What follows belongs to an exercise in optimizing a design on an open flow for small area, a short achievable clock period and few clock cycles per item; a production flow would make more cautious choices. Function was checked by simulation only, so behaviour that the tests miss may differ from the original.

job 9711:
==> flow/design.v (excerpt) <==
module ray_sampler (
    input  wire         clk,
    input  wire         rst,
    input  wire         in_valid,
    output wire         in_ready,
    input  wire         wrap,        
    input  wire [8:0]   nu,          
    input  wire [26:0]  cu,          
    input  wire [31:0]  pos_x,       
    input  wire [31:0]  pos_y,       
    input  wire [127:0] taps,        
    output reg          out_valid,
    output reg  [15:0]  s_out,       
    output reg  [23:0]  cu_out,      
    output reg  [16:0]  x0_out,      
    output reg  [16:0]  y0_out       
);
For scale: about 600 flip-flops, ~310 I/O pins.
clock: 25.0 ns
lec_check: 0
cap_margin: 20
core_margin: 2
core_utilization: 65
cts_cluster_diameter: 100
cts_cluster_size: 30
slew_margin: 20
standard.sh (not shown) runs the stock make flow with config.mk's settings and CLKGATE_MAP_FILE= SYNTH_SCRIPT=/design/flow/synth_recipe.tcl, a recipe that flattens the netlist after the stock synthesis.
==> flow/flow/run.sh <==
#!/bin/bash
# Own layout flow: the standard ORFS flow with two changes.
#  1. Synthesis: the standard synthesis script, except that Yosys's generic
#     `abc -fast` inside `synth` is skipped (-noabc), so the carry-save trees
#     of the RTL reach extract_fa intact instead of being restructured into
#     xnor/inverter forms. Registers, names, flattening and renaming are the
#     standard ones (same script otherwise).
#  3. Timing repair after CTS and global routing aims for SETUP_MARGIN ns
#     of setup slack (ORFS's SETUP_SLACK_MARGIN), so the resizer shortens the
#     longest register-to-register paths; the constraints stay the design's.
#  4. Adders: Yosys's own Brent-Kung carry lookahead instead of ORFS's
#     Kogge-Stone extra map (SYNTH_OPERATIONS_ARGS replaces that map; -noshare
#     is already on every synth call).
#  2. Port buffers: buffer_ports inserts sky130_fd_sc_hd__buf_2 cells on every
#     input and output instead of its default delay buffer.
set -euo pipefail
W=$(pwd)
sed '1s/yosys synth -nofsm -noshare /yosys synth -nofsm -noshare -noabc /' \
    "$W/synth_recipe.tcl" > "$W/own_synth.tcl"
grep -q -- '-noabc' "$W/own_synth.tcl"
bash "$W/standard.sh" "SYNTH_SCRIPT=$W/own_synth.tcl" \
    "BUFFER_PORTS_ARGS=-buffer_cell sky130_fd_sc_hd__buf_2" \
    "SETUP_SLACK_MARGIN=18.8" "SYNTH_OPERATIONS_ARGS=-noshare" finish \
    > "$W/orfs_flow.log" 2>&1
Testbench counts of job 9711, summed over its fixed seeds: cycles 24,040, items 24,000.
> inputs changed (job 9711 -> job 7418)
-- flow/flow/run.sh --
<<< job 9711, line 8
#  3. Timing repair after CTS and global routing aims for SETUP_MARGIN ns
#     of setup slack (ORFS's SETUP_SLACK_MARGIN), so the resizer shortens the
#     longest register-to-register paths; the constraints stay the design's.
#  4. Adders: Yosys's own Brent-Kung carry lookahead instead of ORFS's
#     Kogge-Stone extra map (SYNTH_OPERATIONS_ARGS replaces that map; -noshare
#     is already on every synth call).
>>> job 7418, line 8
<<< job 9711, line 22
    "BUFFER_PORTS_ARGS=-buffer_cell sky130_fd_sc_hd__buf_2" \
    "SETUP_SLACK_MARGIN=18.8" "SYNTH_OPERATIONS_ARGS=-noshare" finish \
>>> job 7418, line 16
    "BUFFER_PORTS_ARGS=-buffer_cell sky130_fd_sc_hd__buf_2" finish \
-- flow/config.mk --
<<< job 9711, line 10
export CORE_UTILIZATION = 65
export CTS_CLUSTER_DIAMETER = 100
export CTS_CLUSTER_SIZE = 30
>>> job 7418, line 10
export CORE_UTILIZATION = 45
[summary]
Job 7418 vs. job 9711: number of clock buffer instances in the layout increased by 200% relative to the old numbers; via count increased by 2118 relative to the old numbers. From job 9711 to job 7418 the numbers moved as follows: number of well taps +about 50%.

* * *

build 63:
ray_sampler again, from the RTL that the note above started with.
Settings: LEC_CHECK=0, CAP_MARGIN=20, CORE_MARGIN=2, CORE_UTILIZATION=45, SLEW_MARGIN=20; clock period 25.0 ns.
==> flow/flow/run.sh <==
#!/bin/bash
# Own layout flow: the standard ORFS flow with two changes.
#  1. Synthesis: the standard synthesis script, except that Yosys's generic
#     `abc -fast` inside `synth` is skipped (-noabc), so the carry-save trees
#     of the RTL reach extract_fa intact instead of being restructured into
#     xnor/inverter forms. Registers, names, flattening and renaming are the
#     standard ones (same script otherwise).
#  3. Timing repair after CTS and global routing aims for SETUP_MARGIN ns
#     of setup slack (ORFS's SETUP_SLACK_MARGIN), so the resizer shortens the
#     longest register-to-register paths; the constraints stay the design's.
#  2. Port buffers: buffer_ports inserts sky130_fd_sc_hd__buf_2 cells on every
#     input and output instead of its default delay buffer.
set -euo pipefail
W=$(pwd)
sed '1s/yosys synth -nofsm -noshare /yosys synth -nofsm -noshare -noabc /' \
    "$W/synth_recipe.tcl" > "$W/own_synth.tcl"
grep -q -- '-noabc' "$W/own_synth.tcl"
bash "$W/standard.sh" "SYNTH_SCRIPT=$W/own_synth.tcl" \
    "BUFFER_PORTS_ARGS=-buffer_cell sky130_fd_sc_hd__buf_2" \
    "SETUP_SLACK_MARGIN=18.8" finish \
    > "$W/orfs_flow.log" 2>&1
The flow did not stop early for build 63: all stages ran, and the layout cleared the timing, design-rule and antenna checks.
Testbench counts of build 63, summed over its fixed seeds: cycles 24,040, items 24,000.
Here is what was changed in the inputs of build 97 compared with build 63.
- CORE_UTILIZATION changed from 45 to 65
## What came out
Actual transition at the worst max-transition pin: build 97 > build 63
Between build 97 and build 63, the non-clock buffer contribution to total cell area does not differ in any meaningful way.
Build 63 reports its worst setup path startpoint as s_out[5]$_DFF_P_ while build 97 reports s_out[12]$_DFF_P_.
From build 97 to build 63, post-synthesis cell type count did not move at all.
Lower overall via count from detail_route goes to build 63 over build 97.
Per the comparison of build 97 with build 63, final design area excluding fillers down 1.6%.
What build 81 does differently from build 97 at the input level:
- an added CTS_CLUSTER_SIZE of 30
- an added CTS_CLUSTER_DIAMETER of 100
==> flow/flow/run.sh <==
#!/bin/bash
# Own layout flow: the standard ORFS flow (standard.sh, same config.mk,
# SDC and clock period) with these changes:
#  1. Synthesis runs the standard script (synth_recipe.tcl) with Yosys's generic
#     `abc -fast` inside `synth` skipped (-noabc), so the carry-save trees of
#     the RTL reach extract_fa as written instead of being restructured into
#     xnor/inverter forms. Registers, their names, flattening and renaming are
#     those of the standard synthesis.
#  2. Adders use Yosys's own Brent-Kung carry lookahead instead of ORFS's
#     Kogge-Stone extra map (SYNTH_OPERATIONS_ARGS replaces that map; -noshare
#     is already on every synth call, so repeating it changes nothing else).
#  3. buffer_ports puts a sky130_fd_sc_hd__buf_2 on every input and output
#     instead of its default delay buffer.
# make's full output goes to orfs_flow.log here; each ORFS step also writes
# its own log under orfs/logs/.
set -euo pipefail
W=$(pwd)
sed '1s/yosys synth -nofsm -noshare /yosys synth -nofsm -noshare -noabc /' \
    "$W/synth_recipe.tcl" > "$W/own_synth.tcl"
grep -q -- '-noabc' "$W/own_synth.tcl"
bash "$W/standard.sh" "SYNTH_SCRIPT=$W/own_synth.tcl" \
    "SYNTH_OPERATIONS_ARGS=-noshare" \
    "BUFFER_PORTS_ARGS=-buffer_cell sky130_fd_sc_hd__buf_2" finish \
    > "$W/orfs_flow.log" 2>&1
Notes after the runs:
Class of the most critical setup path = reg -> reg: build 81; class of the most critical setup path = reg -> out: build 97. The antenna diode instance count in build 81 sits 3 below the value recorded for build 97. Build 81 vs. build 97: total wirelength of the detailed-routed design lower, final cell utilization of the core saw a decrease, area overhead of the layout relative to synthesis went down 2.3 points, placeable core region fell about 1.7%. Build 81 against build 97: sequential share of layout area climbed 0.72 points; worst setup slack dropped 0.22 ns; clock input transition at the sequential cells of the worst setup and hold paths climbed 0.03 ns.
Input changes introduced in build 47 (baseline for comparison: build 81):
==> flow/flow/run.sh <==
#!/bin/bash
# Own layout flow: the standard ORFS flow with two changes.
#  1. Synthesis: the standard synthesis script, except that Yosys's generic
#     `abc -fast` inside `synth` is skipped (-noabc), so the carry-save trees
#     of the RTL reach extract_fa intact instead of being restructured into
#     xnor/inverter forms. Registers, names, flattening and renaming are the
#     standard ones (same script otherwise).
#  3. Timing repair after CTS and global routing aims for SETUP_MARGIN ns
#     of setup slack (ORFS's SETUP_SLACK_MARGIN), so the resizer shortens the
#     longest register-to-register paths; the constraints stay the design's.
#  2. Port buffers: buffer_ports inserts sky130_fd_sc_hd__buf_2 cells on every
#     input and output instead of its default delay buffer.
set -euo pipefail
W=$(pwd)
sed '1s/yosys synth -nofsm -noshare /yosys synth -nofsm -noshare -noabc /' \
    "$W/synth_recipe.tcl" > "$W/own_synth.tcl"
grep -q -- '-noabc' "$W/own_synth.tcl"
bash "$W/standard.sh" "SYNTH_SCRIPT=$W/own_synth.tcl" \
    "BUFFER_PORTS_ARGS=-buffer_cell sky130_fd_sc_hd__buf_2" \
    "SETUP_SLACK_MARGIN=18.8" finish \
    > "$W/orfs_flow.log" 2>&1
==> comparison <==
Each of the runs, namely build 47 and build 81, reached the end of the flow and came out clean.
Build 47: clock latency at the later pin of the worst-skew pair is 0.05 ns lower than what build 81 reported.
Count of buffer and inverter cells on the critical path was higher in the run labelled build 47.
Between build 81 and build 47, the flow reports area after synthesis increasing slightly.
fyn1[1]$_DFF_P_ as the launch point of the worst path was reported by build 81, and s_out[12]$_DFF_P_ by build 47.
Of build 47 and build 81, build 47 shows the higher maximum frequency, with build 81 below it.
When build 47 is set beside build 81, its synthesized instance count turns out to be 356 larger.
Relative to build 81, number of filler instances in the final layout has increased by about 3% in build 47.

-- re-timing with driven ports --
No port has a modelled driver above. Below, the same layouts with a new extraction and two added sets of constraints.
Step 1 assumes that a clkbuf_16 drives the clock port and a buf_2 every other input.
Step 2, shift: input delay + t, output delay - t, t = (earliest + latest rising clock arrival at the registers) / 2. This alone moves slack from input paths to output paths.
Slacks: ideal ports / drivers / drivers and shift; pairs: ideal ports / drivers.
run	shift t [ns]	setup WS [ns]	hold WS [ns]	worst setup path after step 2	latest minus earliest clock arrival (ns)
job 9711	0.726	18.854 / 18.786 / 19.034	0.323 / 0.323 / 0.323	register to register	0.027 / 0.027
job 7418	0.734	18.564 / 18.564 / 18.564	0.310 / 0.310 / 0.310	register to register	0.027 / 0.027
build 63	0.732	18.870 / 18.797 / 19.036	0.311 / 0.311 / 0.311	register to register	0.025 / 0.025
build 97	0.708	18.853 / 18.779 / 19.092	0.320 / 0.320 / 0.320	register to register	0.035 / 0.035
build 81	0.726	18.629 / 18.629 / 18.629	0.324 / 0.324 / 0.324	register to register	0.026 / 0.027
build 47	0.674	18.878 / 18.806 / 19.084	0.329 / 0.329 / 0.329	register to register	0.044 / 0.043
After both steps every run listed still meets setup and hold.
